From an optimization exercise on the open Yosys and OpenROAD flow, aimed at small area; shortcuts taken in it are not production practice. Only simulation tests tie the RTL to the original design; equivalence was not proved.

==> design/flow/design.v <==
module cu_mac #(
    parameter NL = 4                       
) (
    input  wire             clk,
    input  wire             rst,           
    input  wire [31:0]      slotb,         
    input  wire [18*NL-1:0] va,            
    input  wire [18*NL-1:0] vb,            
    input  wire [4*NL-1:0]  lstat_clr,     
    input  wire             nsat_clr,      
    input  wire             bx_rst,        
    output reg              illegal,       
    output reg              vd_we,         
    output reg  [3:0]       vd_idx,
    output reg  [18*NL-1:0] vd_data,
    output reg              xd_we,         
    output reg  [3:0]       xd_idx,
    output reg  [31:0]      xd_data,
    output reg  [4*NL-1:0]  lstat,         
    output reg              nsat,          
    output reg  [4:0]       bx,            
    output reg              accsat_ev      
);
    localparam [5:0] OP_VMAC = 6'h10, OP_VMSU = 6'h11, OP_VMUL = 6'h12, OP_VCMAC = 6'h13,
                     OP_VCMACJ = 6'h14, OP_VSQ = 6'h15, OP_ACLR = 6'h18, OP_VNAR = 6'h19,
                     OP_ARED = 6'h1A, OP_AXH = 6'h1B, OP_AXL = 6'h1C;
    localparam signed [49:0] ACC_MAX = 50'sh0_7FFF_FFFF_FFFF;    
    localparam signed [49:0] ACC_MIN = -50'sh0_8000_0000_0000;   
    reg [47:0] acc [0:4*NL-1];             
    reg        sat [0:4*NL-1];
    wire [5:0] op   = slotb[31:26];
    wire [1:0] f_ac = slotb[25:24];
    wire [1:0] f_acn = slotb[21:20];
    wire [3:0] f_va = slotb[21:18];
    wire [3:0] f_vb = slotb[17:14];
    wire       f_mode = slotb[0];
    wire a_res_ok = (slotb[23:22] == 2'b0) && (slotb[13:1] == 13'b0);
    wire mul_class = (op >= OP_VMAC) && (op <= OP_VSQ);
    reg  prev_cplx;                        
    reg legal, handled;
    always @* begin
        handled = 1'b1;
        legal   = 1'b1;
        case (op)
            OP_VMAC, OP_VMSU, OP_VMUL, OP_VCMAC, OP_VCMACJ:
                legal = a_res_ok && !f_mode;
            OP_VSQ:  legal = a_res_ok && !f_mode && (f_vb == 4'b0);
            OP_ACLR: legal = a_res_ok && !f_mode && (f_va == 4'b0) && (f_vb == 4'b0);
            OP_ARED: legal = a_res_ok;
            OP_VNAR: legal = (slotb[19:14] == 6'b0) && (slotb[8:0] == 9'b0);
            OP_AXH, OP_AXL:
                legal = (slotb[19:18] == 2'b0) && (slotb[17:15] < NL) && (slotb[14:0] == 15'b0);
            6'h00, 6'h01, 6'h02, 6'h03, 6'h04, 6'h05, 6'h06, 6'h07, 6'h08, 6'h1F:
                handled = 1'b0;            
            default: legal = 1'b0;         
        endcase
        if (mul_class && prev_cplx)
            legal = 1'b0;                  
        if (!handled)
            legal = 1'b1;
    end
    wire go = handled && legal;
    wire [1:0] rd_ac = (op == OP_ARED) ? f_ac : f_acn;
    reg              s1_v;
    reg [5:0]        s1_op;
    reg [1:0]        s1_ac;
    reg              s1_mode;
    reg [3:0]        s1_d;
    reg [4:0]        s1_sh;
    reg [2:0]        s1_lane;
    reg [18*NL-1:0]  s1_a, s1_b;
    reg [48*NL-1:0]  s1_acv;               
    reg [NL-1:0]     s1_acs;
    integer i;
    always @(posedge clk) begin
        if (rst) begin
            s1_v <= 1'b0;
            prev_cplx <= 1'b0;
            illegal <= 1'b0;
        end else begin
            s1_v <= go;
            prev_cplx <= go && (op == OP_VCMAC || op == OP_VCMACJ);
            illegal <= !legal;
        end
        s1_op   <= op;
        s1_ac   <= f_ac;
        s1_mode <= f_mode;
        s1_d    <= slotb[25:22];
        s1_sh   <= slotb[13:9];
        s1_lane <= slotb[17:15];
        s1_a    <= va;
        s1_b    <= vb;
        for (i = 0; i < NL; i = i + 1) begin
            s1_acv[48*i +: 48] <= acc[NL*rd_ac + i];
            s1_acs[i]          <= sat[NL*rd_ac + i];
        end
    end
    reg signed [17:0] ea [0:NL-1];
    reg signed [17:0] eb [0:NL-1];
    reg signed [35:0] m0 [0:NL-1];
    reg signed [35:0] m1 [0:NL-1];
    reg signed [37:0] term [0:NL-1];       
    always @* begin
        for (i = 0; i < NL; i = i + 1) begin
            ea[i] = s1_a[18*i +: 18];
            eb[i] = s1_b[18*i +: 18];
        end
        for (i = 0; i < NL; i = i + 1) begin
            if (i % 2 == 0) begin
                m0[i] = ea[i] * ((s1_op == OP_VSQ) ? ea[i] : eb[i]);
                m1[i] = ea[i+1] * eb[i+1];
            end else begin
                m0[i] = ((s1_op == OP_VCMAC || s1_op == OP_VCMACJ) ? ea[i-1] : ea[i])
                      * ((s1_op == OP_VSQ) ? ea[i] : eb[i]);
                m1[i] = ea[i] * eb[i-1];
            end
            case (s1_op)
                OP_VMSU:   term[i] = -{{2{m0[i][35]}}, m0[i]};
                OP_VCMAC:  term[i] = (i % 2 == 0) ? {{2{m0[i][35]}}, m0[i]} - {{2{m1[i][35]}}, m1[i]}
                                                  : {{2{m1[i][35]}}, m1[i]} + {{2{m0[i][35]}}, m0[i]};
                OP_VCMACJ: term[i] = (i % 2 == 0) ? {{2{m0[i][35]}}, m0[i]} + {{2{m1[i][35]}}, m1[i]}
                                                  : {{2{m1[i][35]}}, m1[i]} - {{2{m0[i][35]}}, m0[i]};
                default:   term[i] = {{2{m0[i][35]}}, m0[i]};
            endcase
        end
    end
    reg signed [47:0] shv [0:NL-1];
    reg [18*NL-1:0]   vn;
    reg               vn_sat;
    reg [4:0]         vn_h;
    reg [17:0]        el;
    reg [17:0]        mag;
    integer           j;
    always @* begin
        vn_sat = 1'b0;
        vn_h   = 5'd17;
        for (i = 0; i < NL; i = i + 1) begin
            shv[i] = $signed(s1_acv[48*i +: 48]) >>> s1_sh;
            if (shv[i] > 48'sd131071) begin
                el = 18'h1FFFF;
                vn_sat = 1'b1;
            end else if (shv[i] < -48'sd131072) begin
                el = 18'h20000;
                vn_sat = 1'b1;
            end else begin
                el = shv[i][17:0];
            end
            vn[18*i +: 18] = el;
            mag = el[17] ? (~el + 18'd1) : el;
            for (j = 0; j < 17; j = j + 1)
                if (mag[j] && (5'd16 - j[4:0]) < vn_h)
                    vn_h = 5'd16 - j[4:0];
            if (mag[17])
                vn_h = 5'd0;
        end
    end
    wire [47:0] ax_lane = s1_acv[48*s1_lane +: 48];
    reg signed [49:0] red_all, red_even, red_odd;
    reg               sat_all, sat_even, sat_odd;
    reg               sgn_all, sgn_even, sgn_odd;
    always @* begin
        red_all = 50'sd0; red_even = 50'sd0; red_odd = 50'sd0;
        sat_all = 1'b0;   sat_even = 1'b0;   sat_odd = 1'b0;
        sgn_all = 1'b0;   sgn_even = 1'b0;   sgn_odd = 1'b0;
        for (i = NL - 1; i >= 0; i = i - 1) begin
            red_all = red_all + {{2{s1_acv[48*i+47]}}, s1_acv[48*i +: 48]};
            if (s1_acs[i]) begin
                sat_all = 1'b1;
                sgn_all = s1_acv[48*i+47];
            end
            if (i % 2 == 0) begin
                red_even = red_even + {{2{s1_acv[48*i+47]}}, s1_acv[48*i +: 48]};
                if (s1_acs[i]) begin
                    sat_even = 1'b1;
                    sgn_even = s1_acv[48*i+47];
                end
            end else begin
                red_odd = red_odd + {{2{s1_acv[48*i+47]}}, s1_acv[48*i +: 48]};
                if (s1_acs[i]) begin
                    sat_odd = 1'b1;
                    sgn_odd = s1_acv[48*i+47];
                end
            end
        end
    end
    reg              s2_v;
    reg [5:0]        s2_op;
    reg [1:0]        s2_ac;
    reg              s2_mode;
    reg [38*NL-1:0]  s2_term;
    reg [49:0]       s2_r0, s2_r1;         
    reg              s2_s0, s2_s1;         
    reg              s2_g0, s2_g1;         
    reg              s2_vnar;
    reg              s2_vsat;
    reg [4:0]        s2_h;
    always @(posedge clk) begin
        if (rst) begin
            s2_v    <= 1'b0;
            vd_we   <= 1'b0;
            xd_we   <= 1'b0;
            s2_vnar <= 1'b0;
        end else begin
            s2_v    <= s1_v && (s1_op != OP_VNAR) && (s1_op != OP_AXH) && (s1_op != OP_AXL);
            vd_we   <= s1_v && (s1_op == OP_VNAR);
            xd_we   <= s1_v && (s1_op == OP_AXH || s1_op == OP_AXL);
            s2_vnar <= s1_v && (s1_op == OP_VNAR);
        end
        s2_op   <= s1_op;
        s2_ac   <= s1_ac;
        s2_mode <= s1_mode;
        for (i = 0; i < NL; i = i + 1)
            s2_term[38*i +: 38] <= term[i];
        if (s1_mode) begin
            s2_r0 <= red_even; s2_s0 <= sat_even; s2_g0 <= sgn_even;
            s2_r1 <= red_odd;  s2_s1 <= sat_odd;  s2_g1 <= sgn_odd;
        end else begin
            s2_r0 <= red_all;  s2_s0 <= sat_all;  s2_g0 <= sgn_all;
            s2_r1 <= 50'd0;    s2_s1 <= 1'b0;     s2_g1 <= 1'b0;
        end
        vd_idx  <= s1_d;
        vd_data <= vn;
        s2_vsat <= vn_sat;
        s2_h    <= vn_h;
        xd_idx  <= s1_d;
        xd_data <= (s1_op == OP_AXH) ? ax_lane[47:16] : {16'b0, ax_lane[15:0]};
    end
    reg              s3_v;
    reg [5:0]        s3_op;
    reg [1:0]        s3_ac;
    reg              s3_mode;
    reg [38*NL-1:0]  s3_term;
    reg [49:0]       s3_r0, s3_r1;
    reg              s3_s0, s3_s1, s3_g0, s3_g1;
    always @(posedge clk) begin
        if (rst)
            s3_v <= 1'b0;
        else
            s3_v <= s2_v;
        s3_op   <= s2_op;
        s3_ac   <= s2_ac;
        s3_mode <= s2_mode;
        s3_term <= s2_term;
        s3_r0   <= s2_r0;  s3_r1 <= s2_r1;
        s3_s0   <= s2_s0;  s3_s1 <= s2_s1;
        s3_g0   <= s2_g0;  s3_g1 <= s2_g1;
    end
    reg signed [49:0] sum   [0:NL-1];
    reg [47:0]        nacc  [0:NL-1];
    reg               nsat_l [0:NL-1];
    reg [NL-1:0]      enter;
    reg signed [49:0] rv;
    reg               rs, rg;
    always @* begin
        for (i = 0; i < NL; i = i + 1) begin
            nacc[i]   = acc[NL*s3_ac + i];
            nsat_l[i] = sat[NL*s3_ac + i];
            sum[i]    = $signed({{2{nacc[i][47]}}, nacc[i]})
                      + $signed({{12{s3_term[38*i+37]}}, s3_term[38*i +: 38]});
            case (s3_op)
                OP_VMAC, OP_VMSU, OP_VCMAC, OP_VCMACJ, OP_VSQ: begin
                    if (!nsat_l[i]) begin
                        if (sum[i] > ACC_MAX) begin
                            nacc[i] = ACC_MAX[47:0];
                            nsat_l[i] = 1'b1;
                        end else if (sum[i] < ACC_MIN) begin
                            nacc[i] = ACC_MIN[47:0];
                            nsat_l[i] = 1'b1;
                        end else begin
                            nacc[i] = sum[i][47:0];
                        end
                    end
                end
                OP_VMUL: begin
                    nacc[i]   = {{10{s3_term[38*i+37]}}, s3_term[38*i +: 38]};
                    nsat_l[i] = 1'b0;
                end
                OP_ACLR: begin
                    nacc[i]   = 48'd0;
                    nsat_l[i] = 1'b0;
                end
                OP_ARED: begin
                    if (i == 0 || (i == 1 && s3_mode)) begin
                        rv = (i == 0) ? s3_r0 : s3_r1;
                        rs = (i == 0) ? s3_s0 : s3_s1;
                        rg = (i == 0) ? s3_g0 : s3_g1;
                        if (rs) begin
                            nacc[i]   = rg ? ACC_MIN[47:0] : ACC_MAX[47:0];
                            nsat_l[i] = 1'b1;
                        end else if (rv > ACC_MAX) begin
                            nacc[i]   = ACC_MAX[47:0];
                            nsat_l[i] = 1'b1;
                        end else if (rv < ACC_MIN) begin
                            nacc[i]   = ACC_MIN[47:0];
                            nsat_l[i] = 1'b1;
                        end else begin
                            nacc[i]   = rv[47:0];
                            nsat_l[i] = 1'b0;
                        end
                    end else begin
                        nacc[i]   = 48'd0;
                        nsat_l[i] = 1'b0;
                    end
                end
                default: ;
            endcase
            enter[i] = s3_v && nsat_l[i] && !sat[NL*s3_ac + i];
        end
    end
    reg [4*NL-1:0] lset;
    always @* begin
        lset = {4*NL{1'b0}};
        for (i = 0; i < NL; i = i + 1)
            lset[NL*s3_ac + i] = enter[i];
    end
    always @(posedge clk) begin
        if (rst) begin
            for (i = 0; i < 4 * NL; i = i + 1) begin
                acc[i] <= 48'd0;
                sat[i] <= 1'b0;
            end
            lstat     <= {4*NL{1'b0}};
            accsat_ev <= 1'b0;
            nsat      <= 1'b0;
            bx        <= 5'd17;
        end else begin
            if (s3_v) begin
                for (i = 0; i < NL; i = i + 1) begin
                    acc[NL*s3_ac + i] <= nacc[i];
                    sat[NL*s3_ac + i] <= nsat_l[i];
                end
            end
            lstat     <= (lstat & ~lstat_clr) | lset;
            accsat_ev <= |enter;
            if (s2_vnar && s2_vsat)
                nsat <= 1'b1;
            else if (nsat_clr)
                nsat <= 1'b0;
            if (s2_vnar)
                bx <= ((bx_rst ? 5'd17 : bx) < s2_h) ? (bx_rst ? 5'd17 : bx) : s2_h;
            else if (bx_rst)
                bx <= 5'd17;
        end
    end
endmodule
==> design/flow/run.sh <==
#!/bin/bash
# synth_recipe.tcl (not shown) runs the flow's synth.tcl, then flattens the netlist and writes it again
# the make line also repeats each setting of config.mk as NAME=value (left out here)
make -C /OpenROAD-flow-scripts/flow DESIGN_CONFIG=/design/flow/config.mk WORK_HOME=/design/flow/orfs CLKGATE_MAP_FILE= SYNTH_SCRIPT=/design/flow/synth_recipe.tcl finish
==> design/flow/config.mk <==
export PLATFORM = sky130hd
export DESIGN_NAME = cu_mac
export DESIGN_NICKNAME = cu_mac
export VERILOG_FILES = /design/flow/design.v
export SDC_FILE = /design/flow/constraint.sdc
export NUM_CORES = 4
export LEC_CHECK = 0
export CAP_MARGIN = 20
export CORE_MARGIN = 2
export CORE_UTILIZATION = 40
export PLACE_DENSITY = 0.6
export SLEW_MARGIN = 20
==> design/flow/constraint.sdc <==
create_clock -name core_clock -period 12.0 [get_ports {clk}]
set_input_delay 2.4000 -clock core_clock [delete_from_list [all_inputs] [get_ports {clk}]]
set_output_delay 2.4000 -clock core_clock [all_outputs]
set_load 0.01 [all_outputs]
==> results_dict.tcl <==
set metrics [dict create \
    status "finished clean" \
    htree_levels 4 \
    timing.critical_path.buf_inv 2 \
    hp-class "flip-flop to flip-flop" \
    core-area_um2 521200 \
    row_count 265 \
    via_per_inst 5.704 \
    io_buffers 333 \
    wirelength_mm 726.6 \
    r2r_slack_ns 0.48 \
    utilization_pct 44.13 \
    area_growth_pct 9.854 \
    finalHoldViolations 0 \
    worstPathArrival_ns 12.45 \
    place.gp.congestion 0.9808 \
    async_flop_share_pct 0 \
    drv_slew 0 \
    drc 0 \
    drt_iter0_drc 16742 \
    slowest_stage "dfxtp_1" \
    die-width_um 727.5 \
    cap_viol_max_count 0 \
    initial_core_util_pct 40.17 \
    fin_crit_sh_pct 96.01 \
    die_area_um2 529300 \
    cp_top_family "compound AO/OA/AOI/OAI gates" \
    syn_area_um2 209400 \
    cp-start-kind "flip-flop" \
    fin_worst_skew_ns 0.1096 \
    grt_overflow 0 \
    grt_antenna_before_repair 60 \
    synth_cell_type_count 128 \
    firstDrtPassIters 9 \
    relSlewSlack_pct 19.52 \
    crit_fanout 10 \
    cts.path.max_buffers 4 \
    worst-setup-path-type "flip-flop to flip-flop" \
    syn_inst 21876 \
    grt_max_degree 144 \
    grt_pass1_vias 167449 \
    die_h_um 727.5 \
    clk_pin_slew_worst_paths_ns 0.07 \
    grt.total_usage_pct 27.00 \
    yosys_register_bits 1813 \
    ys.warnings.count 10 \
    syn-num-nets 26200 \
    numCtsBuffers 205 \
    final_nets 26282 \
    synth_edf_count 784 \
    fin_crit_ns 11.52 \
    drive_above_1_share_pct 9.500 \
    cts_root_buffer "clkbuf_16" \
    max_freq_mhz 86.80 \
    cpMostUsedCell "a31oi_1" \
    worstSkewPairLatency_ns 0.98 \
    cts_num_sinks 1813 \
    cts_tree "built" \
    postRouteAntennaNets 0 \
    worstPathRequired_ns 12.93 \
    worst_slew_pin_slew_ns 1.199 \
    wl_per_cell_um 24.95 \
    dp_cells 28688 \
    dp_hpwl_mm 556.1 \
    critPathMaxStageDelay_ns 1.02 \
    layout.cells.non_filler 29117 \
    vias 166091 \
    synth_area_per_cell_um2 9.571 \
    grt_pass1_wl_mm 1083 \
    setup_viol_count_final 0 \
    pin_count 334 \
    synthFlopType "dfxtp_1" \
    synth-seq-area-share_pct 21.08 \
    endpoint_kind "flip-flop" \
]
-- layer usage --
layer	GRT usage (%)	share of wire, %	vias to the layer above
met5	0	0.025	-
met4	10.00	4.4	26
met3	7.630	11	1321
met2	41.07	43	8153
met1	36.66	41	83798
li1	-	-	72793
-- timing repair --
item	4_1_cts	5_1_grt
setup buffers	0	4
gates resized for setup	0	65
setup endpoints to repair	0	29
hold buffers	0	0
-- sequential cells by signal, summed over array words and instances (netlist names), 50 cells and up --
| name | count |
|---|---|
| s3_term | 152 |
| s1_a | 72 |
| acc | 768 |
| s1_acv | 192 |
| s1_b | 72 |
| s2_term | 152 |
| vd_data | 72 |
| s2_r0 | 50 |
| s3_r0 | 50 |
-- logic make-up after synthesis --
group                      after synthesis  synth area share, %
and+or+nand+nor                       6085                13.25
buffers and inverters                 4477                8.159
adders and majority gates             4129                34.51
AOI/OAI and AO/OA                     3746                11.76
DFF                                   1813                21.08
muxes                                 1006                8.640
xor gates and xnor gates               620                2.593
-- through the flow --
step,setup WS (ns),hold WS (ns),setup TNS [ns],area [um^2]
2_1_floorplan,0.5487,0.3096,0,209400
3_3_place_gp,0.3361,0.3104,0,222600
3_5_place_dp,0.2486,0.3121,0,222700
4_1_cts,0.1592,0.2645,0,229600
5_1_grt,-0.03667,0.2750,-0.03707,229900
6_report,0.4791,0.2869,0,230000
-- layout make-up --
cell class / count / area (um^2)
repair buffers: 1031 / 8838
flip-flops and latches: 1813 / 44200
multi-input cells: 15587 / 148700
diodes: 39 / 97.59
fillers: 49911 / 291200
well taps: 6942 / 8686
clock inverters: 114 / 1161
inverters: 3320 / 12470
clock buffers: 271 / 5817
-- Yosys cell counts, types with 33 or more instances --
library cell	n	share of area (%)
o221ai_1	87	0.36
nand2_1	2529	4.5
and2_1	614	1.8
a32oi_1	33	0.14
mux2_2	99	0.53
ha_1	1383	8.3
a21oi_1	1052	2.5
mux4_2	629	6.8
buf_2	39	0.093
o22ai_1	147	0.44
a221oi_1	158	0.66
o21a_1	67	0.24
edfxtp_1	784	11
nor2_1	1535	2.8
clkbuf_1	970	1.7
dfxtp_1	1029	9.8
or2_2	95	0.28
a21o_1	90	0.32
or3_1	113	0.34
a221o_1	90	0.43
o21bai_1	455	1.6
a222oi_1	50	0.24
inv_1	3316	5.9
nand2b_1	226	0.68
nand3_1	184	0.44
nor2b_1	308	0.92
buf_1	111	0.20
xnor2_1	485	2.0
o31ai_1	58	0.21
o211ai_1	61	0.22
a211oi_1	75	0.27
o21ai_0	776	1.9
mux2i_1	271	1.3
xor2_1	135	0.56
a22oi_1	75	0.27
nor3_1	192	0.46
nor3b_1	38	0.14
a21boi_0	65	0.23
a31oi_1	76	0.23
nand4_1	34	0.10
fa_1	2745	26
and3_1	71	0.21
-- final timing paths --
kind / start / end / depth (start not counted)
min reg2reg: s2_term[96] / s3_term[96] / 0
max: s1_acv[23] / s2_h[3] / 38
max reg2reg: s1_acv[23] / s2_h[3] / 38
min: s2_term[96] / s3_term[96] / 0
-- placed cells by master (no fill, tap or decap), drive strengths merged, types with 50 or more instances in the layout --
cell type	count
inv	3347
fa	2745
nand2	2529
nor2	1537
ha	1383
a21oi	1052
dfxtp	1029
o21ai	796
edfxtp	784
buf	699
mux4	630
and2	616
xnor2	485
o21bai	455
clkdlybuf4s50	332
nor2b	309
mux2i	272
clkbuf	271
nand2b	227
nor3	196
nand3	185
a221oi	159
o22ai	147
xor2	135
or3	114
or2	106
mux2	104
a21o	90
a221o	90
o221ai	89
a211oi	80
a31oi	77
a22oi	75
and3	71
o21a	68
a21boi	67
clkinv	67
o211ai	61
o31ai	59
a222oi	50

## port drivers added, routing unchanged
The flow's constraints put no driver on any port. The routed layout listed below was extracted and timed again, unchanged, in two steps. Step 1: set_driving_cell puts a clkbuf_16 on clk and a buf_2 on each other input, an assumption about the parent block. Step 2 adds t to the input delays and takes it off the output delays; t is the mean of the earliest and latest rising clock arrival at the registers after step 1. Input paths then give back, and output paths get back, about the clock's delay inside the block. Three values: no drivers, after step 1, after step 2; two values: the first two.
t (ns): 1.042
setup slack, ns: 0.479 / 0.479 / 0.479
clock arrival spread, ns: 0.110 / 0.109
worst register clock-pin slew, ns: 0.08 / 0.08
After both steps setup and hold are still met in this run. The setup slack of this run moves by 0.000 ns with the drivers and by 0.000 ns with both steps.
